Background: an optimization exercise with open tools, aiming at small area, a short achievable clock period and few clock cycles per item. Do not read the settings as production practice.
Only simulation tests tie the RTL to the original design; equivalence was not proved.
No activity file was given, so power comes from the tool's default toggle rates.

==> flow/design.v <==
module glemi_alu (
    input  wire        clk,
    input  wire        rst,
    input  wire        in_valid,
    output wire        in_ready,
    input  wire [5:0]  in_fn,
    input  wire [31:0] in_a,
    input  wire [31:0] in_b,
    input  wire [3:0]  in_flags,
    output reg         out_valid,
    output reg  [31:0] out_rd,
    output wire [31:0] out_rr,
    output reg         out_wr_rd,
    output reg         out_wr_rr,
    output wire [3:0]  out_flags,
    output reg         out_dz,
    output reg         out_illegal
);
    localparam FN_ADD   = 6'h00, FN_ADC   = 6'h01, FN_SUB   = 6'h02, FN_SBC  = 6'h03;
    localparam FN_CMP   = 6'h04, FN_NEG   = 6'h05, FN_AND   = 6'h06, FN_OR   = 6'h07;
    localparam FN_XOR   = 6'h08, FN_ANDN  = 6'h09, FN_NOT   = 6'h0A, FN_TST  = 6'h0B;
    localparam FN_MOV   = 6'h0C;
    localparam FN_LSL   = 6'h10, FN_LSR   = 6'h11, FN_ASR   = 6'h12, FN_ROR  = 6'h13;
    localparam FN_MUL   = 6'h18, FN_MULHS = 6'h19, FN_MULHU = 6'h1A;
    localparam FN_DIVS  = 6'h1C, FN_DIVU  = 6'h1D;
    localparam FN_SEXTB = 6'h20, FN_SEXTH = 6'h21, FN_ZEXTB = 6'h22, FN_ZEXTH = 6'h23;
    localparam FN_CLZ   = 6'h24;
    localparam S_EX   = 0,    
               S_MUL  = 1,    
               S_MALN = 2,    
               S_DNB  = 3,    
               S_DCLZ = 4,    
               S_DP2  = 5,    
               S_DIT  = 6,    
               S_DNR  = 7,    
               S_DNQ  = 8,    
               S_N    = 9;
    localparam R_ADD = 0, R_AND = 1, R_OR = 2, R_XOR = 3, R_ANDN = 4, R_NOT = 5,
               R_MOV = 6, R_SH = 7, R_SEXTB = 8, R_SEXTH = 9, R_ZEXTB = 10,
               R_ZEXTH = 11, R_CLZ = 12, R_DIV = 13, R_N = 14;
    reg        v1;                
    reg [5:0]  fn1;
    reg [31:0] a1, b1;
    reg [3:0]  fl1;
    reg        mul1, div1;        
    reg        single1;           
    reg [R_N-1:0] rs1;            
    reg        nz1, wr1, ill1;    
    reg        ac_zx, ac_ya, ac_yh, ac_yinv, ac_cin1, ac_cinc;
    reg        bz1;
    reg [S_N-1:0] st;
    reg        rdy;               
    reg [4:0]  cnt;
    reg [3:0]  kreg;              
    reg [1:0]  mb_one, mb_two, mb_neg;    
    reg        dlast;             
    reg [4:0]  dsh;               
    reg [4:0]  ta_r, ra_r;        
    reg        mpb_r;             
    reg        dsmall;            
    reg        qneg, rneg, dovf;
    reg [33:0] H;                 
    reg        nz_sel;
    reg [3:0]  fl_r;
    assign out_rr    = H[31:0];
    assign out_flags = {nz_sel ? out_rd[31] : fl_r[3],
                        nz_sel ? (out_rd == 32'd0) : fl_r[2],
                        fl_r[1:0]};
    wire fl_c = fl1[1];
    wire in_is_mul = (in_fn == FN_MUL) || (in_fn == FN_MULHS) || (in_fn == FN_MULHU);
    wire in_is_div = (in_fn == FN_DIVS) || (in_fn == FN_DIVU);
    wire in_d_abs  = (in_fn == FN_DIVS) && (in_a[31] || in_b[31]);
    wire in_bz     = (in_b == 32'd0);
    wire in_a8     = (in_a[31:7]  == {25{in_a[31]}});
    wire in_a16    = (in_a[31:15] == {17{in_a[31]}});
    wire in_b8     = (in_b[31:7]  == {25{in_b[31]}});
    wire in_b16    = (in_b[31:15] == {17{in_b[31]}});
    wire in_swap   = in_is_mul && ((in_a8 && !in_b8) || (in_a16 && !in_b16)) &&
                     !(in_fn == FN_MULHU && in_a[31]);
    reg [R_N-1:0] in_rs;
    reg           in_nz, in_wr, in_ill;
    always @(*) begin
        in_rs  = {R_N{1'b0}};
        in_nz  = 1'b1;
        in_wr  = 1'b1;
        in_ill = 1'b0;
        case (in_fn)
            FN_ADD, FN_ADC, FN_SUB, FN_SBC, FN_NEG: in_rs[R_ADD] = 1'b1;
            FN_CMP:   begin in_rs[R_ADD] = 1'b1; in_wr = 1'b0; end
            FN_AND:   in_rs[R_AND]  = 1'b1;
            FN_OR:    in_rs[R_OR]   = 1'b1;
            FN_XOR:   in_rs[R_XOR]  = 1'b1;
            FN_ANDN:  in_rs[R_ANDN] = 1'b1;
            FN_NOT:   in_rs[R_NOT]  = 1'b1;
            FN_TST:   begin in_rs[R_AND] = 1'b1; in_wr = 1'b0; end
            FN_MOV:   begin in_rs[R_MOV] = 1'b1; in_nz = 1'b0; end
            FN_LSL, FN_LSR, FN_ASR, FN_ROR: in_rs[R_SH] = 1'b1;
            FN_SEXTB: begin in_rs[R_SEXTB] = 1'b1; in_nz = 1'b0; end
            FN_SEXTH: begin in_rs[R_SEXTH] = 1'b1; in_nz = 1'b0; end
            FN_ZEXTB: begin in_rs[R_ZEXTB] = 1'b1; in_nz = 1'b0; end
            FN_ZEXTH: begin in_rs[R_ZEXTH] = 1'b1; in_nz = 1'b0; end
            FN_CLZ:   begin in_rs[R_CLZ]   = 1'b1; in_nz = 1'b0; end
            FN_DIVS, FN_DIVU: in_rs[R_DIV] = 1'b1;
            FN_MUL, FN_MULHS, FN_MULHU: ;
            default:  begin in_nz = 1'b0; in_wr = 1'b0; in_ill = 1'b1; end
        endcase
    end
    wire st_ex   = st[S_EX];
    wire st_mul  = st[S_MUL];
    wire st_maln = st[S_MALN];
    wire st_dnb  = st[S_DNB];
    wire st_dclz = st[S_DCLZ];
    wire st_dp2  = st[S_DP2];
    wire st_dit  = st[S_DIT];
    wire st_dnr  = st[S_DNR];
    wire st_dnq  = st[S_DNQ];
    wire d_sgn   = (fn1 == FN_DIVS);
    wire a_neg   = d_sgn & a1[31];
    wire b_neg   = d_sgn & b1[31];
    wire done_now = (st_ex   && single1) ||
                    st_maln ||
                    (st_dit  && dlast && !qneg && !rneg) ||
                    (st_dnr  && !qneg) ||
                    st_dnq;
    assign in_ready = rdy;
    wire take = in_valid && rdy;
    wire [31:0] add_x = ac_zx ? 32'd0 : a1;
    wire [31:0] add_y = ac_ya ? ~a1 : ac_yh ? ~H[31:0] : (b1 ^ {32{ac_yinv}});
    wire        add_cin = ac_cin1 | (ac_cinc & fl_c);
    wire [31:0] add_res;
    wire        add_c;
    glemi_pfx_add #(.W(32)) u_add (.x(add_x), .y(add_y), .ci(add_cin), .s(add_res), .co(add_c));
    wire        add_v   = (add_x[31] == add_y[31]) && (add_res[31] != add_x[31]);
    function [5:0] clz32(input [31:0] v);
        reg        z16, z8, z4, z2, z1;
        reg [15:0] h;
        reg [7:0]  q;
        reg [3:0]  n;
        reg [1:0]  p;
        begin
            z16 = ~|v[31:16];
            h   = z16 ? v[15:0] : v[31:16];
            z8  = ~|h[15:8];
            q   = z8 ? h[7:0] : h[15:8];
            z4  = ~|q[7:4];
            n   = z4 ? q[3:0] : q[7:4];
            z2  = ~|n[3:2];
            p   = z2 ? n[1:0] : n[3:2];
            z1  = ~p[1];
            clz32 = (v == 32'd0) ? 6'd32 : {1'b0, z16, z8, z4, z2, z1};
        end
    endfunction
    wire [5:0]  clz_a  = clz32(a1);
    wire [5:0]  clz_b  = clz32(b1);
    wire [4:0]  k5     = b1[4:0];
    wire        k_ge32 = |b1[31:5];
    wire        k_is32 = (b1 == 32'd32);
    wire        sh_l   = (fn1[1:0] == 2'd0);            
    wire [4:0]  t_amt  = ta_r;
    wire [4:0]  r_amt  = ra_r;
    reg  [31:0] r_p, r_q;
    always @(*) begin
        r_p   = a1;
        r_q   = a1;
        if (st_maln) begin
            r_p   = mpb_r ? b1 : H[31:0];
            r_q   = mpb_r ? H[31:0] : {{31{H[33]}}, H[32]};
        end else if (st_dp2) begin
            r_p   = b1;
            r_q   = b1;
        end
    end
    wire [31:0] tm  = 32'hFFFF_FFFF << t_amt;
    wire [31:0] r_x = (r_p & tm) | (r_q & ~tm);
    function [31:0] rotr32(input [31:0] v, input [4:0] s);
        reg [31:0] t;
        begin
            t = v;
            if (s[0]) t = {t[0],    t[31:1]};
            if (s[1]) t = {t[1:0],  t[31:2]};
            if (s[2]) t = {t[3:0],  t[31:4]};
            if (s[3]) t = {t[7:0],  t[31:8]};
            if (s[4]) t = {t[15:0], t[31:16]};
            rotr32 = t;
        end
    endfunction
    function [31:0] rev32(input [31:0] v);
        integer ri;
        begin
            for (ri = 0; ri < 32; ri = ri + 1)
                rev32[ri] = v[31 - ri];
        end
    endfunction
    wire [31:0] rot = rotr32(r_x, r_amt);
    reg [31:0] sh_res;
    reg        sh_c;
    always @(*) begin
        sh_res = rot;
        sh_c   = fl_c;
        case (fn1[1:0])
            2'd0: begin                                    
                sh_res = k_ge32 ? 32'd0 : (rot & tm);
                if (k_ge32)    sh_c = k_is32 & a1[0];
                else if (!bz1) sh_c = rot[0];
            end
            2'd1: begin                                    
                sh_res = k_ge32 ? 32'd0 : (rot & rev32(tm));
                if (k_ge32)    sh_c = k_is32 & a1[31];
                else if (!bz1) sh_c = rot[31];
            end
            2'd2: begin                                    
                sh_res = k_ge32 ? {32{a1[31]}} : ((rot & rev32(tm)) | ({32{a1[31]}} & ~rev32(tm)));
                if (k_ge32)    sh_c = a1[31];
                else if (!bz1) sh_c = rot[31];
            end
            default: begin                                 
                if (!bz1) sh_c = rot[31];
            end
        endcase
    end
    wire [31:0] dz_q  = (fn1 == FN_DIVU) ? 32'hFFFF_FFFF :
                        (a1[31] ? 32'h8000_0000 : 32'h7FFF_FFFF);
    wire [31:0] s_res =
        ({32{rs1[R_ADD]}}   & add_res) |
        ({32{rs1[R_AND]}}   & (a1 & b1)) |
        ({32{rs1[R_OR]}}    & (a1 | b1)) |
        ({32{rs1[R_XOR]}}   & (a1 ^ b1)) |
        ({32{rs1[R_ANDN]}}  & (a1 & ~b1)) |
        ({32{rs1[R_NOT]}}   & ~a1) |
        ({32{rs1[R_MOV]}}   & a1) |
        ({32{rs1[R_SH]}}    & sh_res) |
        ({32{rs1[R_SEXTB]}} & {{24{a1[7]}}, a1[7:0]}) |
        ({32{rs1[R_SEXTH]}} & {{16{a1[15]}}, a1[15:0]}) |
        ({32{rs1[R_ZEXTB]}} & {24'd0, a1[7:0]}) |
        ({32{rs1[R_ZEXTH]}} & {16'd0, a1[15:0]}) |
        ({32{rs1[R_CLZ]}}   & {26'd0, clz_a}) |
        ({32{rs1[R_DIV] & bz1}} & dz_q);
    wire [1:0]  s_cv  = rs1[R_ADD] ? {add_c, add_v} :
                        rs1[R_SH]  ? {sh_c, fl1[0]} :
                        rs1[R_DIV] ? {fl_c, 1'b0} : fl1[1:0];
    wire               m_sgn   = (fn1 != FN_MULHU);
    wire        [32:0] m_x     = {m_sgn & a1[31], a1};
    wire        [33:0] m_h     = st_ex ? 34'd0 : H;
    function [34:0] booth_pp(input [32:0] x, input one, input two, input neg);
        reg [34:0] t;
        begin
            t = one ? {x[32], x[32], x} : two ? {x[32], x, 1'b0} : 35'd0;
            booth_pp = neg ? ~t : t;                     
        end
    endfunction
    function [2:0] booth_dec(input [2:0] y);
        begin
            booth_dec[2] = y[1] ^ y[0];
            booth_dec[1] = (y[2] & ~y[1] & ~y[0]) | (~y[2] & y[1] & y[0]);
            booth_dec[0] = y[2] & ~(y[1] & y[0]);
        end
    endfunction
    wire               m_n0    = mb_neg[0];
    wire               m_n1    = mb_neg[1];
    wire        [34:0] m_p0    = booth_pp(m_x, mb_one[0], mb_two[0], mb_neg[0]);
    wire        [34:0] m_p1    = booth_pp(m_x, mb_one[1], mb_two[1], mb_neg[1]);
    wire        [37:0] m_o1    = {{4{m_h[33]}}, m_h};
    wire        [37:0] m_o2    = {{3{m_p0[34]}}, m_p0};
    wire        [37:0] m_o3    = {m_p1[34], m_p1, m_n1, m_n1};       
    wire        [37:0] m_cs_s  = m_o1 ^ m_o2 ^ m_o3;
    wire        [37:0] m_cs_c  = (m_o1 & m_o2) | (m_o1 & m_o3) | (m_o2 & m_o3);
    wire        [37:0] m_sum;
    wire               m_co_unused;
    glemi_pfx_add #(.W(38)) u_madd (.x(m_cs_s), .y({m_cs_c[36:0], m_n1}), .ci(m_n0),
                                    .s(m_sum), .co(m_co_unused));
    wire        [33:0] m_hn    = m_sum[37:4];
    wire [31:0] m_e    = b1 ^ {32{b1[31]}};
    wire [7:0]  m_ok;
    genvar gk;
    generate
        for (gk = 1; gk <= 8; gk = gk + 1) begin : g_mok
            if (gk == 8)
                assign m_ok[gk-1] = 1'b1;
            else
                assign m_ok[gk-1] = (m_e[31:4*gk-1] == 0);
        end
    endgenerate
    reg [3:0] m_k;
    integer mk;
    always @(*) begin
        m_k = 4'd8;
        for (mk = 7; mk >= 1; mk = mk - 1)
            if (m_ok[mk-1]) m_k = mk[3:0];
        if (!m_sgn && b1[31]) m_k = 4'd9;
    end
    wire        m_k1   = m_ok[0] && (m_sgn || !b1[31]);
    wire [34:0] m_w    = {H, b1[31]};
    reg         m_vf;
    integer vi;
    always @(*) begin
        m_vf = 1'b0;
        for (vi = 0; vi < 35; vi = vi + 1)
            if (vi >= 32 - 4 * kreg && m_w[vi] != H[33]) m_vf = 1'b1;
    end
    wire        d_ge     = add_c;                          
    wire [31:0] d_q      = {H[30:0], d_ge};
    wire [31:0] d_rem    = d_ge ? add_res : a1;
    wire in_single = !in_is_mul && (!in_is_div || in_bz || (!in_d_abs && (in_a < in_b)));
    wire mul_step  = v1 && ((st_ex && mul1) || st_mul);
    reg [S_N-1:0] st_nx;
    always @(*) begin
        st_nx = {S_N{1'b0}};
        case (1'b1)
            st_ex: begin
                if (mul1)
                    st_nx[m_k1 ? S_MALN : S_MUL] = 1'b1;
                else if (!single1)
                    st_nx[b_neg ? S_DNB : (a_neg ? S_DCLZ : S_DP2)] = 1'b1;
                else
                    st_nx[S_EX] = 1'b1;
            end
            st_mul:  st_nx[(cnt == 5'd1) ? S_MALN : S_MUL] = 1'b1;
            st_dnb:  st_nx[S_DCLZ] = 1'b1;
            st_dclz: st_nx[S_DP2] = 1'b1;
            st_dp2:  st_nx[dsmall ? (rneg ? S_DNR : S_DNQ) : S_DIT] = 1'b1;
            st_dit:  st_nx[dlast ? (rneg ? S_DNR : (qneg ? S_DNQ : S_EX)) : S_DIT] = 1'b1;
            st_dnr:  st_nx[qneg ? S_DNQ : S_EX] = 1'b1;
            default: st_nx[S_EX] = 1'b1;
        endcase
        if (!v1 || take) st_nx = {{(S_N-1){1'b0}}, 1'b1};
    end
    wire v1_nx     = take || (v1 && !done_now);
    wire single_nx = take ? in_single : single1;
    wire dlast_nx  = (st_dp2 && !dsmall) ? (dsh == 5'd0) : st_dit ? (cnt == 5'd1) : dlast;
    wire dset      = v1 && st_ex && div1 && !single1;      
    wire qneg_nx   = dset ? (d_sgn & (a1[31] ^ b1[31])) : qneg;
    wire rneg_nx   = dset ? a_neg : rneg;
    wire done_nx   = (st_nx[S_EX]  && single_nx) ||
                     st_nx[S_MALN] ||
                     (st_nx[S_DIT] && dlast_nx && !qneg_nx && !rneg_nx) ||
                     (st_nx[S_DNR] && !qneg_nx) ||
                     st_nx[S_DNQ];
    wire        mx_nx  = st_mul && (kreg == 4'd9) && (cnt == 5'd2);    
    wire [4:0]  nd     = mx_nx ? {4'd0, b1[3]} : b1[7:3];
    wire [2:0]  nda0   = booth_dec({in_a[1:0], 1'b0});
    wire [2:0]  nda1   = booth_dec(in_a[3:1]);
    wire [2:0]  ndb0   = booth_dec({in_b[1:0], 1'b0});
    wire [2:0]  ndb1   = booth_dec(in_b[3:1]);
    wire [2:0]  nd0    = take ? (in_swap ? nda0 : ndb0) : booth_dec(nd[2:0]);
    wire [2:0]  nd1    = take ? (in_swap ? nda1 : ndb1) : booth_dec(nd[4:2]);
    always @(posedge clk) begin
        if (rst) begin
            v1        <= 1'b0;
            st        <= {{(S_N-1){1'b0}}, 1'b1};
            rdy       <= 1'b1;
            out_valid <= 1'b0;
        end else begin
            v1        <= v1_nx;
            st        <= st_nx;
            rdy       <= !v1_nx || done_nx;
            out_valid <= v1 && done_now;
        end
    end
    always @(posedge clk) begin
        if (take) begin
            ac_zx   <= (in_fn == FN_NEG) || in_is_div;
            ac_ya   <= (in_fn == FN_NEG) || in_is_div;
            ac_yh   <= 1'b0;
            ac_yinv <= (in_fn == FN_SUB) || (in_fn == FN_CMP) || (in_fn == FN_SBC);
            ac_cin1 <= (in_fn == FN_NEG) || in_is_div || (in_fn == FN_SUB) || (in_fn == FN_CMP);
            ac_cinc <= (in_fn == FN_ADC) || (in_fn == FN_SBC);
        end else begin
            ac_zx   <= st_nx[S_DNB] || st_nx[S_DNR] || st_nx[S_DNQ];
            ac_ya   <= st_nx[S_DNR];
            ac_yh   <= st_nx[S_DNQ];
            ac_yinv <= st_nx[S_DIT] || st_nx[S_DNB];
            ac_cin1 <= 1'b1;
            ac_cinc <= 1'b0;
        end
    end
    always @(posedge clk) begin
        if (take || mul_step) begin
            mb_one <= {nd1[2], nd0[2]};
            mb_two <= {nd1[1], nd0[1]};
            mb_neg <= {nd1[0], nd0[0]};
        end
        if (st_ex && mul1) begin
            kreg <= m_k;
            cnt  <= {1'b0, m_k} - 5'd1;
        end else if (st_mul) begin
            cnt  <= cnt - 5'd1;
        end else if (st_dp2) begin
            cnt  <= dsh;
        end else if (st_dit) begin
            cnt  <= cnt - 5'd1;
        end
        dlast <= dlast_nx;
        qneg  <= qneg_nx;
        rneg  <= rneg_nx;
        if (dset)
            dovf <= d_sgn & (a1 == 32'h8000_0000) & (b1 == 32'hFFFF_FFFF);
        if ((st_ex && div1) || st_dclz) begin
            dsh    <= clz_b[4:0] - clz_a[4:0];
            dsmall <= (clz_b < clz_a);
        end
        if (take) begin
            ta_r <= in_b[4:0];
            ra_r <= (in_fn[1:0] == 2'd0) ? (5'd0 - in_b[4:0]) : in_b[4:0];
        end else if (st_ex && mul1) begin
            ta_r  <= 5'd0 - {m_k[2:0], 2'b00};           
            ra_r  <= 5'd0 - {m_k[2:0], 2'b00};
            mpb_r <= (fn1 == FN_MUL) || (m_k == 4'd9);
        end else if ((st_ex && div1) || st_dclz) begin
            ta_r <= clz_b[4:0] - clz_a[4:0];
            ra_r <= clz_a[4:0] - clz_b[4:0];
        end
    end
    always @(posedge clk) begin
        if (take) begin
            fn1     <= in_fn;
            a1      <= in_swap ? in_b : in_a;
            b1      <= in_swap ? in_a : in_b;
            fl1     <= in_flags;
            mul1    <= in_is_mul;
            div1    <= in_is_div;
            single1 <= in_single;
            rs1     <= in_rs;
            nz1     <= in_nz;
            wr1     <= in_wr;
            ill1    <= in_ill;
            bz1     <= in_bz;
        end else begin
            if (mul_step)
                b1 <= {m_sum[3:0], b1[31:4]};
            if (dset && a_neg)
                a1 <= add_res;
            if (st_dnb)
                b1 <= add_res;
            if (st_dp2 && !dsmall)
                b1 <= rot & tm;
            if (st_dit && d_ge)
                a1 <= add_res;
            if (st_dit)
                b1 <= {1'b0, b1[31:1]};
            if (st_dnr && qneg)
                a1 <= add_res;
        end
    end
    always @(posedge clk) begin
        if (mul_step)
            H <= m_hn;
        else if (st_dp2)
            H <= 34'd0;
        else if (st_dit)
            H <= {2'b00, (dlast && !qneg && !rneg) ? d_rem : d_q};
        else if (st_dnr && !qneg)
            H <= {2'b00, add_res};
        else if (st_dnq || (v1 && st_ex && div1 && single1))
            H <= {2'b00, a1};
    end
    always @(posedge clk) begin
        out_rd <= ({32{st_ex}}   & s_res) |
                  ({32{st_maln}} & rot) |
                  ({32{st_dit}}  & d_q) |
                  ({32{st_dnr}}  & H[31:0]) |
                  ({32{st_dnq}}  & add_res);
        if (st_ex) begin
            out_wr_rd   <= wr1;
            out_wr_rr   <= div1;
            nz_sel      <= nz1;
            fl_r        <= {fl1[3:2], s_cv};
            out_dz      <= div1 & bz1;
            out_illegal <= ill1;
        end else begin
            out_wr_rd   <= 1'b1;
            out_wr_rr   <= !st_maln;
            nz_sel      <= 1'b1;
            fl_r        <= {2'b00, fl_c, st_maln ? ((fn1 == FN_MUL) ? m_vf : fl1[0]) : dovf};
            out_dz      <= 1'b0;
            out_illegal <= 1'b0;
        end
    end
endmodule
module glemi_pfx_add #(parameter W = 32) (
    input  wire [W-1:0] x,
    input  wire [W-1:0] y,
    input  wire         ci,
    output wire [W-1:0] s,
    output wire         co
);
    wire [W-1:0] p = x ^ y;
    wire [W-1:0] g0 = (x & y) | {{(W-1){1'b0}}, p[0] & ci};
    localparam L = (W <= 2) ? 1 : (W <= 4) ? 2 : (W <= 8) ? 3 : (W <= 16) ? 4 : (W <= 32) ? 5 : 6;
    wire [W-1:0] gg [0:L];
    wire [W-1:0] pp [0:L];
    assign gg[0] = g0;
    assign pp[0] = p;
    genvar lv, bi;
    generate
        for (lv = 0; lv < L; lv = lv + 1) begin : g_lv
            for (bi = 0; bi < W; bi = bi + 1) begin : g_bi
                if ((bi >> lv) & 1) begin : g_comb
                    localparam integer J = ((bi >> lv) << lv) - 1;
                    assign gg[lv+1][bi] = gg[lv][bi] | (pp[lv][bi] & gg[lv][J]);
                    assign pp[lv+1][bi] = pp[lv][bi] & pp[lv][J];
                end else begin : g_pass
                    assign gg[lv+1][bi] = gg[lv][bi];
                    assign pp[lv+1][bi] = pp[lv][bi];
                end
            end
        end
    endgenerate
    wire [W:0] c = {gg[L], ci};
    assign s  = p ^ c[W-1:0];
    assign co = c[W];
endmodule
==> flow/flow/run.sh <==
#!/bin/bash
set -e
export BUFFER_PORTS_ARGS="-buffer_cell sky130_fd_sc_hd__buf_1"
export ADDER_MAP_FILE=
export SETUP_SLACK_MARGIN=6.75
bash standard.sh > standard.log 2>&1
==> flow/standard.sh <==
#!/bin/bash
# synth_recipe.tcl (not shown) runs the flow's synth.tcl, then flattens the netlist and writes it again
# the make line also repeats each setting of config.mk as NAME=value (left out here)
make -C /OpenROAD-flow-scripts/flow DESIGN_CONFIG=/design/flow/config.mk WORK_HOME=/design/flow/orfs CLKGATE_MAP_FILE= SYNTH_SCRIPT=/design/flow/synth_recipe.tcl "${@:-finish}"
==> flow/config.mk <==
export PLATFORM = sky130hd
export DESIGN_NAME = glemi_alu
export DESIGN_NICKNAME = glemi_alu
export VERILOG_FILES = /design/flow/design.v
export SDC_FILE = /design/flow/constraint.sdc
export NUM_CORES = 4
export LEC_CHECK = 0
export ABC_AREA = 1
export CAP_MARGIN = 20
export CORE_MARGIN = 2
export CORE_UTILIZATION = 45
export SLEW_MARGIN = 20
==> flow/constraint.sdc <==
create_clock -name core_clock -period 11.0 [get_ports {clk}]
set_input_delay 2.2000 -clock core_clock [delete_from_list [all_inputs] [get_ports {clk}]]
set_output_delay 2.2000 -clock core_clock [all_outputs]
set_load 0.01 [all_outputs]
==> metrics.yaml, run 1 <==
dp_cells: 5993
min_period_over_period_pct: 40.62
die_h_um: 261.0
grt_usage_pct: 53.91
maxCapViolCount: 0
synthTopCellsByArea: "nand2_1 17%, edfxtp_1 16%, nand3_1 11%"
syn-instance-count: 5208
drive_above_1_share_pct: 8.227
coreArea_um2: 65510
synth_cell_type_count: 68
critical_path_class: "reg2reg"
slew_headroom_pct: 16.43
async_flop_share_pct: 0
place_hpwl_mm: 140.5
cts_inserted_buffers: 31
yosysSeqAreaShare_pct: 20.41
clk_pin_slew_ns: 0.07
num_vias: 41130
viasPerCell: 6.731
num_rows: 94
cts_root_buf: "clkbuf_16"
grt_max_degree: 80
finalSetupViolCount: 0
r2r-start: "ta_r[2]$_DFFE_PP_"
rrSetupSlack_ns: 6.53
synth-seq-cells: 223
endpoint_kind: "flip-flop"
clk_latency_ns: 0.68
min_period_ns: 4.469
avgSynthCellArea_um2: 5.706
wl_per_cell_um: 31.23
drc_errors: 0
fin_area_um2: 32540
hp-class: "reg2reg"
grt_pass1_wl_mm: 262.1
report.final.slew_viol_count: 0
rsz0062_at_grt: "yes"
rr_worst_depth: 17
initial_core_util_pct: 45.36
fmax_mhz: 223.8
synthFlopType: "edfxtp_1"
routabilityCongestion: 1.212
critPathLaunch: "ta_r[2]$_DFFE_PP_"
p_total_uw: 7036
finalHoldViolCount: 0
cp-start-kind: "flip-flop"
drtIter0Drc: 7165
status: "timing/DRC/antenna clean"
fin_nets: 5291
postCtsHoldBufs: 0
instances_no_fill: 6111
die-area_um2: 68110
grt_pass1_vias: 35580
cp.arrival_ns: 5.00
grt_overflow: 0
p_leak_uw: 0.01454
path_max_fanout: 5
synth_area_leader_cell: "nand2_1"
worst_slew_pin_slew_ns: 1.246
syn_to_final_growth_pct: 9.503
yosysTopAreaCellShare_pct: 16.90
yosysMostFrequentCell: "nand2_1"
post-place-ws_ns: 5.525
drt_pass1_iterations: 15
fin_ws_ns: 6.531
ios: 151
cts_tree: "built"
endpoint: "b1[23]$_DFFE_PP_"
critical_path_required_ns: 11.53
ir_worst_vdd_v: 0.0001991
setup_tns_ns: 0
finClkSkew_ns: 0.03699
syn_nets: 5285
power.density_nw_per_um2: 216.2
port_buffers: 150
antenna_found_initial: 31
placedInstanceArea_um2: 30570
synth_edf_count: 160
cts_num_sinks: 223
ant_nets: 0
htreeDepth: 1
clockBufferDepth: 3
r2r-end: "b1[23]$_DFFE_PP_"
die_w_um: 261.0
wirelength_mm: 190.8
yosys_warnings: 3
synthTopCellsByCount: "1338 x nand2_1, 680 x nand3_1, 530 x inv_1"
syn_area_um2: 29720
## state kept, by name, summed over array words and instances (netlist names), 2 cells and up
register	cells
b1	32
cnt	5
fl1	4
H	34
dsh	5
ra_r	5
a1	32
out_rd	32
mb_two	2
st	9
fl_r	4
kreg	4
rs1	14
fn1	6
mb_one	2
mb_neg	2
ta_r	4
## where the power goes
group	leakage, uW	switching (uW)	total (uW)	internal [uW]
clock	0.000507	499	1120	619
sequential	0.00209	264	1340	1080
combinational	0.0119	3430	4580	1150
## metal layers
metal  up-vias  share of wire, %  track usage (%)
met1     18610                35            61.91
met4        46                11            42.41
li1      17710                 -                -
met5         -              0.41            3.333
met3      1224                17            29.69
met2      3543                37            73.22
## final cells by class
cell class | instances | area [um^2]
fillers | 7051 | 32970
well taps | 864 | 1081
repair inverters | 1 | 5.005
flip-flops and latches | 223 | 6082
clock buffers | 35 | 790.8
clock inverters | 23 | 274.0
diodes | 8 | 20.02
multi-input cells | 4074 | 20250
repair buffers | 283 | 1740
inverters | 600 | 2297
## worst max-delay path, stage by stage, from the launching register on
cell and delay (ns):
edfxtp_1 0.61, nand2_1 0.34, nor2_2 0.38, nand2_1 0.37, o21ai_0 0.26, o21a_1 0.35
nand2_1 0.12, nand3_1 0.12, nand3_1 0.15, nand3_1 0.13, nand3_1 0.20, nand2_1 0.27
nand3_1 0.53, nand2_1 0.24, inv_1 0.06, nand2_1 0.06, nand2_1 0.07, nand2_1 0.06
## kinds of logic (layout without fill, tap and decap cells)
| family | after synthesis | in the layout | synth area share [%] |
|---|---|---|---|
| simple gates | 2671 | 2671 | 39.46 |
| compound gates | 1310 | 1310 | 24.80 |
| buf+inv | 911 | 942 | 12.59 |
| flops | 223 | 223 | 20.41 |
| xor+xnor | 91 | 91 | 2.682 |
| mux | 2 | 2 | 0.06737 |
| other cells | 0 | 8 | 0 |
## how the worst min path moves through the flow
stage	start	to	cells after the start
finish	nz1$_SDFFCE_PP0P_	nz_sel$_SDFF_PN1_	1
global route	nz1$_SDFFCE_PP0P_	nz_sel$_SDFF_PN1_	1
CTS	nz1$_SDFFCE_PP0P_	nz_sel$_SDFF_PN1_	1
detailed placement	nz1$_SDFFCE_PP0P_	nz_sel$_SDFF_PN1_	1
global placement	ill1$_DFFE_PP_	out_illegal$_SDFF_PN0_	2
floorplan	fl1[2]$_DFFE_PP_	fl_r[2]$_SDFF_PN0_	2
## timing repair
action	in CTS	in global routing
endpoints found under the setup margin	138	163
gates resized for setup	42	90
setup buffers	16	32
gates cloned	0	2
pin swaps	4	6
## metrics by stage
step                hold slack [ns]  util [%]
floorplan                    0.4065         -
global placement             0.4084     46.66
detailed placement           0.4182     46.66
CTS                          0.4319     48.69
global route                 0.4617     49.66
finish                       0.4314     49.67
## placed cells by master, fill, tap and decap left out, types with 11 or more instances in the layout
master      synthesis  layout
a21oi_1           386     385
a221oi_1           13      13
a31oi_1            23      23
buf_1              33     147
buf_4              43     109
buf_6              11      11
clkbuf_16           0      32
clkinv_1           18      15
clkinvlp_4          0      12
dfxtp_1            63      54
edfxtp_1          160     160
inv_1             530     521
inv_2              52      49
nand2_1          1338    1320
nand2_2            31      47
nand3_1           680     670
nand3_2             6      16
nand3b_1           29      29
nand4_1            69      69
nor2_1            358     346
nor2_2             16      24
nor2_4             13      17
nor3_1             52      52
nor4_1             47      41
o2111ai_1          23      23
o211ai_1          106     106
o21ai_0           488     468
o21ai_1           141     150
o21ai_2             3      11
o22ai_1            42      42
xor2_1             84      82
Testbench counts, summed over its fixed seeds: cycles 44,555, ops 24,000.
==> run 2, diff against run 1 <==
==> flow/flow/run.sh (replaced) <==
#!/bin/bash
set -e
export BUFFER_PORTS_ARGS="-buffer_cell sky130_fd_sc_hd__buf_1"
export ADDER_MAP_FILE=
export SETUP_SLACK_MARGIN=7
bash standard.sh > standard.log 2>&1
==> metrics.yaml, run 2 <==
status: "timing/DRC/antenna clean"  # unchanged
path_depth: 4  # was 17
rrSetupSlack_ns: 6.75  # was 6.53 ns
grt_pass1_wl_mm: 256.0  # was 262.1 mm
initial_core_util_pct: 45.36  # unchanged
cts_root_buf: "clkbuf_16"  # unchanged
grt_overflow: 0  # unchanged
die_w_um: 261.0  # unchanged
syn-instance-count: 5208  # unchanged
finalSetupViolCount: 0  # unchanged
rr_worst_depth: 18  # was 17
ant_nets: 0  # unchanged
min_period_ns: 4.510  # was 4.469 ns
cp_top_family: "simple AND/OR/NAND/NOR gates"  # unchanged
synthFlopType: "edfxtp_1"  # unchanged
p_leak_uw: 0.01514  # was 0.01454 uW
syn_area_um2: 29720  # unchanged
cts_tree: "built"  # unchanged
avgSynthCellArea_um2: 5.706  # unchanged
num_vias: 41680  # was 41.13k
synth_area_leader_cell: "nand2_1"  # unchanged
die_h_um: 261.0  # unchanged
finClkSkew_ns: 0.06658  # was 0.03699 ns
report.final.slew_viol_count: 0  # unchanged
cts_inserted_buffers: 28  # was 31
worst_slew_pin_slew_ns: 1.243  # was 1.246 ns
place_hpwl_mm: 138.2  # was 140.5 mm
synth_cell_type_count: 68  # unchanged
syn_to_final_growth_pct: 14.33  # was 9.503%
regMostFlops: "H"  # unchanged
crit_slowest_cell: "nor4_4"  # was edfxtp_1
critical_path_required_ns: 8.80  # was 11.53 ns
p_total_uw: 7192  # was 7036 uW
crit_buf_inv: 1  # unchanged
hp-class: "reg2reg"  # unchanged
power.density_nw_per_um2: 211.7  # was 216.2 nW/um^2
mostFrequentLayoutCells: "1293 x nand2_1, 665 x nand3_1, 503 x inv_1, 427 x o21ai_0, 381 x a21oi_1"  # was 1320 x nand2_1, 670 x nand3_1, 521 x inv_1, 468 x o21ai_0, 385 x a21oi_1
grt_max_degree: 88  # was 80
placedInstanceArea_um2: 30630  # was 30570 um^2
cp.arrival_ns: 2.31  # was 5.00 ns
num_rows: 94  # unchanged
drive_above_1_share_pct: 11.48  # was 8.227%
r2r-end: "b1[29]$_DFFE_PP_"  # was b1[23]$_DFFE_PP_
rsz0062_at_grt: "yes"  # unchanged
fmax_mhz: 221.8  # was 223.8 MHz
syn_nets: 5285  # unchanged
grt_usage_pct: 52.69  # was 53.91%
path_max_fanout: 2  # was 5
critPathLaunch: "out_rd[16]$_DFF_P_"  # was ta_r[2]$_DFFE_PP_
drtIter0Drc: 7393  # was 7165
antenna_found_initial: 29  # was 31
yosys_warnings: 3  # unchanged
ios: 151  # unchanged
die-area_um2: 68110  # unchanged
largest_reg_flops: 34  # unchanged
fin_area_um2: 33970  # was 32540 um^2
clockBufferDepth: 3  # unchanged
critical_path_class: "reg2out"  # was reg2reg
synthTopCellsByArea: "nand2_1 17%, edfxtp_1 16%, nand3_1 11%"  # unchanged
routabilityCongestion: 1.220  # was 1.212
htreeDepth: 1  # unchanged
clk_pin_slew_ns: 0.06  # was 0.07 ns
finalHoldViolCount: 0  # unchanged
r2r-start: "ta_r[2]$_DFFE_PP_"  # unchanged
port_buffers: 150  # unchanged
viasPerCell: 6.735  # was 6.731
holdWs_ns: 0.4171  # was 0.4314 ns
min_period_over_period_pct: 41.00  # was 40.62%
yosysTopAreaCellShare_pct: 16.90  # unchanged
ir_worst_vdd_v: 0.0001575  # was 0.0001991 V
wirelength_mm: 191.0  # was 190.8 mm
coreArea_um2: 65510  # unchanged
yosysMostFrequentCell: "nand2_1"  # unchanged
crit_chain: "nor4_4 -> nand4_1 -> o32ai_1 -> buf_2"  # was nand2_1 -> nor2_2 -> nand2_1 -> o21ai_0 -> o21a_1 -> nand2_1 -> nand3_1 -> nand3_1 -> nand3_1 -> nand3_1 -> nand2_1 -> nand3_1 -> nand2_1 -> inv_1 -> nand2_1 -> nand2_1 -> nand2_1
synth-seq-cells: 223  # unchanged
synth_edf_count: 160  # unchanged
wl_per_cell_um: 30.86  # was 31.23 um
drc_errors: 0  # unchanged
endpoint: "out_flags[2]"  # was b1[23]$_DFFE_PP_
synthTopCellsByCount: "1338 x nand2_1, 680 x nand3_1, 530 x inv_1"  # unchanged
num-fill-cells: 6940  # was 7051
drt_pass1_iterations: 15  # unchanged
slew_headroom_pct: 16.08  # was 16.43%
cp-start-kind: "flip-flop"  # unchanged
worst_path_largest_cell_delay_ns: 0.49  # was 0.61 ns
yosysSeqAreaShare_pct: 20.41  # unchanged
grt_pass1_vias: 34950  # was 35.58k
clk_latency_ns: 0.67  # was 0.68 ns
cts_num_sinks: 223  # unchanged
endpoint_kind: "output pin"  # was flip-flop
setup_tns_ns: 0  # unchanged
fin_nets: 5358  # was 5291
async_flop_share_pct: 0  # unchanged
maxCapViolCount: 0  # unchanged
final_common_cell: "nand2_1"  # unchanged
==> run 2: cell counts after synthesis <==
No cell type changed its count.
==> run 2: how the worst min path moves through the flow <==
stage / slack [ns] / cells past startpoint / start / end
after global routing: 0.45 / 1 / wr1$_DFFE_PP_ / out_wr_rd$_SDFF_PN1_
after floorplan: 0.41 / 2 / fl1[2]$_DFFE_PP_ / fl_r[2]$_SDFF_PN0_
final: 0.42 / 1 / wr1$_DFFE_PP_ / out_wr_rd$_SDFF_PN1_
after global placement: 0.41 / 1 / wr1$_DFFE_PP_ / out_wr_rd$_SDFF_PN1_
after CTS: 0.42 / 1 / wr1$_DFFE_PP_ / out_wr_rd$_SDFF_PN1_
after detailed placement: 0.42 / 1 / wr1$_DFFE_PP_ / out_wr_rd$_SDFF_PN1_
==> run 2: kinds of logic (layout without fill, tap and decap cells) <==
group	after synthesis	count (layout)	synth area share [%]
AOI/OAI and AO/OA	1310	1310	24.80
other	0	21	0
DFF	223	223	20.41
muxes	2	2	0.06737
buffers and inverters	911	1005	12.59
xor gates and xnor gates	91	91	2.682
and+or+nand+nor	2671	2672	39.46
==> run 2: layout make-up <==
cell class              count  area [um^2]  share of cell area (%)
inverters                 600         2359                   6.942
diodes                     21        52.55                  0.1547
multi-input cells        4075        20740                   61.04
flip-flops and latches    223         6081                   17.90
clock inverters            19        235.2                  0.6924
clock buffers              33        719.4                   2.118
repair inverters            1        7.507                 0.02210
repair buffers            352         2701                   7.951
well taps                 864         1081                   3.182
==> run 2: layer usage <==
| layer | up-vias | GRT usage, % | share of wire [%] |
|---|---|---|---|
| met5 | - | 2.500 | 0.22 |
| met3 | 1166 | 27.26 | 17 |
| met1 | 18900 | 61.59 | 35 |
| li1 | 17890 | - | - |
| met4 | 32 | 43.04 | 11 |
| met2 | 3695 | 70.92 | 38 |
==> run 2: timing repair <==
action	CTS	global route
gates cloned	1	13
hold buffers	0	0
resized for setup	91	316
pin swaps	5	34
setup buffers	11	90
endpoints found under the setup margin	149	172
==> run 2: report_power, final <==
part | internal, uW | switching, uW | total (uW)
sequential | 1080 | 208 | 1290
clock | 564 | 435 | 999
combinational | 1270 | 3630 | 4910
==> run 2: worst reg2reg max path: stages (launching register included) <==
cell      delay (ns)
edfxtp_1        0.55
buf_4           0.24
buf_4           0.17
nand2_1         0.18
nand2_1         0.16
inv_2           0.17
nand2_1         0.17
o21ai_1         0.20
a31oi_2         0.10
o21ai_1         0.22
nand2_1         0.10
nand3_1         0.12
nand3_1         0.18
nand3_1         0.15
nand2_1         0.16
a31oi_1         0.62
nand2_1         0.27
nand2_1         0.14
nand2_1         0.06
==> run 2: stage by stage <==
step / setup WS [ns] / util, % / instances
floorplan: 6.961 / - / 5208
global placement: 6.063 / 46.76 / 5999
detailed placement: 6.001 / 46.76 / 5999
CTS: 6.510 / 48.88 / 6063
global route: 6.507 / 51.79 / 6169
finish: 6.490 / 51.86 / 6188
==> run 3, diff against run 2 <==
==> flow/flow/run.sh (replaced) <==
#!/bin/bash
set -e
export BUFFER_PORTS_ARGS="-buffer_cell sky130_fd_sc_hd__buf_1"
export SETUP_SLACK_MARGIN=7
bash standard.sh > standard.log 2>&1
--- a/flow/config.mk
+++ b/flow/config.mk
@@ -10,3 +10,3 @@
 export CORE_MARGIN = 2
-export CORE_UTILIZATION = 45
+export CORE_UTILIZATION = 50
 export SLEW_MARGIN = 20
==> metrics.yaml, run 3 <==
syn-instance-count: 4875  # was 5208
num_rows: 90  # was 94
routabilityCongestion: 1.182  # was 1.220
drtIter0Drc: 9222  # was 7393
finClkSkew_ns: 0.03063  # was 0.06658 ns
r2r-start: "H[15]$_DFFE_PP_"  # was ta_r[2]$_DFFE_PP_
status: "timing/DRC/antenna clean"  # unchanged
report.final.slew_viol_count: 0  # unchanged
maxCapViolCount: 0  # unchanged
cts_num_sinks: 223  # unchanged
clk_pin_slew_ns: 0.08  # was 0.06 ns
crit_chain: "inv_1 -> o211ai_1 -> o21ai_0 -> ha_1 -> nand3_1 -> o21ai_4 -> buf_8 -> nand3_4 -> nand2_1 -> nand2_2 -> nand3_2 -> nand4_1"  # was nor4_4 -> nand4_1 -> o32ai_1 -> buf_2
htreeDepth: 1  # unchanged
die_w_um: 251.8  # was 261.0 um
cp_top_family: "simple AND/OR/NAND/NOR gates"  # unchanged
rr_worst_depth: 12  # was 18
critPathLaunch: "H[15]$_DFFE_PP_"  # was out_rd[16]$_DFF_P_
grt_usage_pct: 59.86  # was 52.69%
die-area_um2: 63420  # was 68110 um^2
grt_pass1_wl_mm: 270.2  # was 256.0 mm
post-place-ws_ns: 5.709  # was 6.001 ns
hp-class: "reg2reg"  # unchanged
synth-seq-cells: 223  # unchanged
initial_core_util_pct: 50.69  # was 45.36%
async_flop_share_pct: 0  # unchanged
yosysMostFrequentCell: "nand2_1"  # unchanged
syn_nets: 5228  # was 5285
place_hpwl_mm: 136.4  # was 138.2 mm
crit_slowest_cell: "edfxtp_1"  # was nor4_4
synth_area_leader_cell: "edfxtp_1"  # was nand2_1
fin_ws_ns: 6.452  # was 6.490 ns
min_period_ns: 4.548  # was 4.510 ns
critical_path_class: "reg2reg"  # was reg2out
port_buffers: 150  # unchanged
ant_nets: 0  # unchanged
drive_above_1_share_pct: 19.08  # was 11.48%
holdPathStages: 1  # unchanged
worst_path_largest_cell_delay_ns: 0.89  # was 0.49 ns
path_depth: 12  # was 4
cts_inserted_buffers: 30  # was 28
critical_path_required_ns: 11.19  # was 8.80 ns
p_leak_uw: 0.01682  # was 0.01514 uW
num_vias: 43130  # was 41.68k
synth_cell_type_count: 68  # unchanged
num-fill-cells: 5591  # was 6940
ir_worst_vdd_v: 0.0001727  # was 0.0001575 V
endpoint_kind: "flip-flop"  # was output pin
slew_headroom_pct: 24.47  # was 16.08%
rrSetupSlack_ns: 6.45  # was 6.75 ns
cp.arrival_ns: 4.74  # was 2.31 ns
synth_edf_count: 160  # unchanged
ios: 151  # unchanged
worst_slew_pin_slew_ns: 1.132  # was 1.243 ns
cp-start-kind: "flip-flop"  # unchanged
drt_pass1_iterations: 17  # was 15
path_max_fanout: 6  # was 2
regMostFlops: "H"  # unchanged
crit_buf_inv: 2  # was 1
synthFlopType: "edfxtp_1"  # unchanged
r2r-end: "out_rd[30]$_DFF_P_"  # was b1[29]$_DFFE_PP_
fmax_mhz: 219.9  # was 221.8 MHz
drc_errors: 0  # unchanged
clk_latency_ns: 0.66  # was 0.67 ns
coreArea_um2: 60580  # was 65510 um^2
endpoint: "out_rd[30]$_DFF_P_"  # was out_flags[2]
grt_max_degree: 82  # was 88
viasPerCell: 7.240  # was 6.735
min_period_over_period_pct: 41.35  # was 41.00%
yosysSeqAreaShare_pct: 19.75  # was 20.41%
syn_to_final_growth_pct: 24.27  # was 14.33%
largest_reg_flops: 34  # unchanged
cts_tree: "built"  # unchanged
synthTopCellsByCount: "1135 x nand2_1, 585 x nand3_1, 487 x o21ai_0"  # was 1338 x nand2_1, 680 x nand3_1, 530 x inv_1
grt_overflow: 0  # unchanged
fin_nets: 5480  # was 5358
rsz0062_at_grt: "yes"  # unchanged
grt_pass1_vias: 36170  # was 34.95k
syn_area_um2: 30710  # was 29720 um^2
final_common_cell: "nand2_1"  # unchanged
wl_per_cell_um: 34.10  # was 30.86 um
finalHoldViolCount: 0  # unchanged
clockBufferDepth: 3  # unchanged
mostFrequentLayoutCells: "1004 x nand2_1, 523 x nand3_1, 399 x inv_1, 388 x o21ai_0, 320 x nor2_1"  # was 1293 x nand2_1, 665 x nand3_1, 503 x inv_1, 427 x o21ai_0, 381 x a21oi_1
setup_tns_ns: 0  # unchanged
finalSetupViolCount: 0  # unchanged
avgSynthCellArea_um2: 6.299  # was 5.706 um^2
yosysTopAreaCellShare_pct: 15.65  # was 16.90%
p_total_uw: 9551  # was 7192 uW
power.density_nw_per_um2: 250.3  # was 211.7 nW/um^2
yosys_warnings: 3  # unchanged
synthTopCellsByArea: "edfxtp_1 16%, nand2_1 14%, nand3_1 9.5%"  # was nand2_1 17%, edfxtp_1 16%, nand3_1 11%
die_h_um: 251.8  # was 261.0 um
cts_root_buf: "clkbuf_16"  # unchanged
antenna_found_initial: 30  # was 29
wirelength_mm: 203.2  # was 191.0 mm
==> run 3: cell types whose count changed after synthesis, sizes merged, moves of 32 or more <==
cell	delta
nand3	-95
o21ai	-94
nand2	-228
inv	-104
a221oi	+32
fa	+50
ha	+226
a21oi	-53
==> run 3: worst min-delay path by stage <==
stage | start | endpoint
4_1_cts | nz1$_SDFFCE_PP0P_ | nz_sel$_SDFF_PN1_
3_5_place_dp | fl1[2]$_DFFE_PP_ | fl_r[2]$_SDFF_PN0_
6_report | nz1$_SDFFCE_PP0P_ | nz_sel$_SDFF_PN1_
5_1_grt | nz1$_SDFFCE_PP0P_ | nz_sel$_SDFF_PN1_
3_3_place_gp | nz1$_SDFFCE_PP0P_ | nz_sel$_SDFF_PN1_
2_1_floorplan | fl1[2]$_DFFE_PP_ | fl_r[2]$_SDFF_PN0_
==> run 3: what timing repair did <==
action                                  4_1_cts  5_1_grt
cloned                                       18       15
pin swaps                                    69      158
hold buffers                                  0        0
resized for setup                           315      479
endpoints found under the setup margin      214      200
endpoints found under the hold margin         0        0
buffers inserted                            160      127
==> run 3: logic make-up after synthesis <==
kind of cell | share of synthesized area (%)
buffers and inverters | 10.96
XOR/XNOR | 2.738
flip-flops | 19.75
multiplexers | 0.03260
AND/OR/NAND/NOR | 31.71
AO/OA/AOI/OAI | 22.34
adder cells (fa/ha/maj) | 12.47
==> run 3: cell type report <==
cell class / count / area [um^2] / area share [%]
inverters: 497 / 2068 / 5.420
flip-flops and latches: 223 / 6095 / 15.97
clock buffers: 42 / 807.0 / 2.115
well taps: 782 / 978.4 / 2.564
repair inverters: 6 / 41.29 / 0.1082
diodes: 25 / 62.56 / 0.1639
multi-input cells: 3833 / 23580 / 61.78
repair buffers: 536 / 4398 / 11.52
clock inverters: 14 / 136.4 / 0.3574
==> run 3: worst register-to-register path, cell delays in order, from the launching register on <==
cell and delay (ns):
edfxtp_1 0.89, inv_1 0.58, o211ai_1 0.30, o21ai_0 0.12, ha_1 0.38, nand3_1 0.14
o21ai_4 0.24, buf_8 0.18, nand3_4 0.08, nand2_1 0.11, nand2_2 0.14, nand3_2 0.11
nand4_1 0.79
==> run 3: metrics by stage <==
step	cell area, um^2	hold slack [ns]	util (%)	instances
finish	38160	0.4293	62.99	5958
global route	38130	0.4528	62.94	5945
CTS	35010	0.4301	57.78	5791
detailed placement	31450	0.4158	51.92	5557
global placement	31450	0.4128	51.92	5557
floorplan	30860	0.4065	-	4875
==> run 3: report_power, final <==
part | internal, uW | leakage [uW] | switching [uW]
sequential | 1100 | 0.00209 | 179
clock | 539 | 0.000451 | 465
combinational | 2260 | 0.0143 | 5000
total | 3900 | 0.0168 | 5650
==> run 3: layer usage <==
metal | share of wire (%) | global-route usage, % | up-vias
met2 | 35 | 75.53 | 4652
met5 | 0.65 | 6.795 | -
met4 | 12 | 47.78 | 42
met1 | 33 | 69.29 | 19600
met3 | 20 | 38.78 | 1618
li1 | - | - | 17230
==> run 4, diff against run 3 <==
==> flow/flow/run.sh (replaced) <==
#!/bin/bash
set -e
export BUFFER_PORTS_ARGS="-buffer_cell sky130_fd_sc_hd__buf_1"
export ADDER_MAP_FILE=
export SETUP_SLACK_MARGIN=7.25
bash standard.sh > standard.log 2>&1
--- a/flow/config.mk
+++ b/flow/config.mk
@@ -10,3 +10,3 @@
 export CORE_MARGIN = 2
-export CORE_UTILIZATION = 50
+export CORE_UTILIZATION = 45
 export SLEW_MARGIN = 20
==> metrics.yaml, run 4 <==
status: "timing/DRC/antenna clean"  # unchanged
grt_pass1_wl_mm: 256.4  # was 270.2 mm
syn_nets: 5285  # was 5228
clk_pin_slew_ns: 0.06  # was 0.08 ns
syn_to_final_growth_pct: 18.93  # was 24.27%
grt_overflow: 0  # unchanged
drtIter0Drc: 6756  # was 9222
grt_usage_pct: 52.59  # was 59.86%
yosysSeqAreaShare_pct: 20.41  # was 19.75%
num_rows: 94  # was 90
placedInstanceArea_um2: 30850  # was 31450 um^2
ant_nets: 0  # unchanged
setup_tns_ns: 0  # unchanged
synthFlopType: "edfxtp_1"  # unchanged
cts_inserted_buffers: 29  # was 30
holdWs_ns: 0.4274  # was 0.4293 ns
synthTopCellsByArea: "nand2_1 17%, edfxtp_1 16%, nand3_1 11%"  # was edfxtp_1 16%, nand2_1 14%, nand3_1 9.5%
syn-instance-count: 5208  # was 4875
largest_reg_flops: 34  # unchanged
endpoint_kind: "output pin"  # was flip-flop
die_h_um: 261.0  # was 251.8 um
drc_errors: 0  # unchanged
synthTopCellsByCount: "1338 x nand2_1, 680 x nand3_1, 530 x inv_1"  # was 1135 x nand2_1, 585 x nand3_1, 487 x o21ai_0
min_period_over_period_pct: 40.79  # was 41.35%
synth-seq-cells: 223  # unchanged
cts_root_buf: "clkbuf_16"  # unchanged
yosysTopAreaCellShare_pct: 16.90  # was 15.65%
synth_cell_type_count: 68  # unchanged
antenna_found_initial: 19  # was 30
path_max_fanout: 2  # was 6
cp.arrival_ns: 2.29  # was 4.74 ns
place_hpwl_mm: 136.9  # was 136.4 mm
avgSynthCellArea_um2: 5.706  # was 6.299 um^2
fmax_mhz: 222.8  # was 219.9 MHz
rsz0062_at_grt: "yes"  # unchanged
ios: 151  # unchanged
final_util_pct: 53.95  # was 62.99%
critical_path_required_ns: 8.80  # was 11.19 ns
p_leak_uw: 0.01562  # was 0.01682 uW
finalHoldViolCount: 0  # unchanged
yosys_warnings: 3  # unchanged
die_w_um: 261.0  # was 251.8 um
num_vias: 42060  # was 43.13k
synth_area_leader_cell: "nand2_1"  # was edfxtp_1
async_flop_share_pct: 0  # unchanged
port_buffers: 150  # unchanged
grt_max_degree: 75  # was 82
initial_core_util_pct: 45.36  # was 50.69%
power.density_nw_per_um2: 208.7  # was 250.3 nW/um^2
drive_above_1_share_pct: 15.17  # was 19.08%
wl_per_cell_um: 30.56  # was 34.10 um
min_period_ns: 4.487  # was 4.548 ns
maxCapViolCount: 0  # unchanged
cts_tree: "built"  # unchanged
fin_ws_ns: 6.513  # was 6.452 ns
finalSetupViolCount: 0  # unchanged
routabilityCongestion: 1.220  # was 1.182
report.final.slew_viol_count: 0  # unchanged
post-place-ws_ns: 5.867  # was 5.709 ns
synth_edf_count: 160  # unchanged
mostFrequentLayoutCells: "1269 x nand2_1, 645 x nand3_1, 475 x inv_1, 365 x o21ai_0, 351 x a21oi_1"  # was 1004 x nand2_1, 523 x nand3_1, 399 x inv_1, 388 x o21ai_0, 320 x nor2_1
yosysMostFrequentCell: "nand2_1"  # unchanged
clockBufferDepth: 3  # unchanged
cts_num_sinks: 223  # unchanged
critical_path_class: "reg2out"  # was reg2reg
cp-start-kind: "flip-flop"  # unchanged
final_common_cell: "nand2_1"  # unchanged
finClkSkew_ns: 0.02200  # was 0.03063 ns
drt_pass1_iterations: 12  # was 17
hp-class: "reg2reg"  # unchanged
viasPerCell: 6.715  # was 7.240
htreeDepth: 1  # unchanged
syn_area_um2: 29720  # was 30710 um^2
grt_pass1_vias: 35400  # was 36.17k
fin_area_um2: 35340  # was 38160 um^2
coreArea_um2: 65510  # was 60580 um^2
rrSetupSlack_ns: 7.02  # was 6.45 ns
ir_worst_vdd_v: 0.0001399  # was 0.0001727 V
die-area_um2: 68110  # was 63420 um^2
regMostFlops: "H"  # unchanged
clk_latency_ns: 0.63  # was 0.66 ns
slew_headroom_pct: 24.90  # was 24.47%
worst_slew_pin_slew_ns: 1.125  # was 1.132 ns
wirelength_mm: 191.4  # was 203.2 mm
fin_nets: 5438  # was 5480
[run 4: kinds of logic (layout without fill, tap and decap cells)]
logic type	Yosys count	count (layout)	share of synthesized area, %
compound gates	1310	1310	24.80
simple gates	2671	2675	39.46
buf+inv	911	1083	12.59
other cells	0	15	0
mux	2	2	0.06737
flops	223	223	20.41
xor+xnor	91	91	2.682
[run 4: routing by layer]
| layer | routed length, um | part of all wire, % | GRT usage [%] | vias up |
|---|---|---|---|---|
| met5 | 406 | 0.21 | 0.6944 | - |
| li1 | - | - | - | 18040 |
| met4 | 19560 | 10 | 40.28 | 20 |
| met3 | 32360 | 17 | 27.17 | 1094 |
| met1 | 66460 | 35 | 61.44 | 19210 |
| met2 | 72600 | 38 | 72.30 | 3694 |
[run 4: final timing paths]
path / start / end / depth (start not counted)
worst max register to register: b1[15]$_DFFE_PP_ / out_rd[12]$_DFF_P_ / 16
worst min-delay path: ill1$_DFFE_PP_ / out_illegal$_SDFF_PN0_ / 2
worst max-delay path: out_rd[17]$_DFF_P_ / out_flags[2] / 4
worst min register to register: ill1$_DFFE_PP_ / out_illegal$_SDFF_PN0_ / 2
[run 4: stage by stage]
step	total power (uW)	std cells
floorplan	3969	5208
global placement	5459	6000
detailed placement	5494	6000
CTS	6603	6104
global route	7602	6249
finish	7375	6263
[run 4: report_power, final]
| part | internal, uW | total [uW] | switching [uW] |
|---|---|---|---|
| clock | 560 | 1000 | 443 |
| combinational | 1380 | 5140 | 3760 |
| sequential | 1080 | 1230 | 152 |
[run 4: what timing repair did]
item                                    4_1_cts  5_1_grt
resized for setup                           146      362
hold endpoints to repair                      0        0
buffers inserted                             46      127
hold buffers                                  0        0
pin swaps                                     4       53
endpoints found under the setup margin      219      188
gates cloned                                  4       15
[run 4: area by class of cell]
| class | count | area (um^2) |
|---|---|---|
| antenna | 15 | 37.54 |
| inverter | 600 | 2481 |
| clock inverter | 12 | 111.4 |
| timing repair inverter | 2 | 16.27 |
| clock buffer | 42 | 847.1 |
| timing repair buffer | 427 | 3465 |
| multi-input combinational | 4078 | 21230 |
| sequential | 223 | 6075 |
| tap | 864 | 1081 |
| fill | 6864 | 30170 |
[run 4: worst max-delay path, stage by stage (launching register included)]
cell and delay (ns):
dfxtp_1 0.35, nor4_4 0.62, nand4_1 0.25, o32ai_1 0.27
buf_1 0.18

-- separate check: timing with driven ports --
In the flow no input, the clock included, has a driving cell. The finished layouts below were timed again as built, in two steps.
Step 1 sets driving cells, clkbuf_16 on the clock port and buf_2 on the other inputs (assumed; they add their load-dependent delay and slew).
Step 2, shift: input delay + t, output delay - t, t = (earliest + latest rising clock arrival at the registers) / 2. This alone moves slack from input paths to output paths.
a / b / c = ideal ports / drivers / drivers and shift; a / b = the first two.
| run | t, ns | slack for setup (ns) | worst hold slack (ns) |
|---|---|---|---|
| run 1 | 0.730 | 6.531 / 6.489 / 6.195 | 0.431 / 0.431 / 0.431 |
| run 2 | 0.711 | 6.490 / 6.415 / 6.239 | 0.417 / 0.417 / 0.417 |
| run 3 | 0.718 | 6.452 / 6.452 / 6.272 | 0.429 / 0.429 / 0.429 |
| run 4 | 0.696 | 6.513 / 6.437 / 6.560 | 0.427 / 0.427 / 0.427 |
After both steps every run listed still meets setup and hold. For run 1, which loses most, drivers alone change the setup slack by -0.042 ns; drivers and shift together by -0.336 ns.
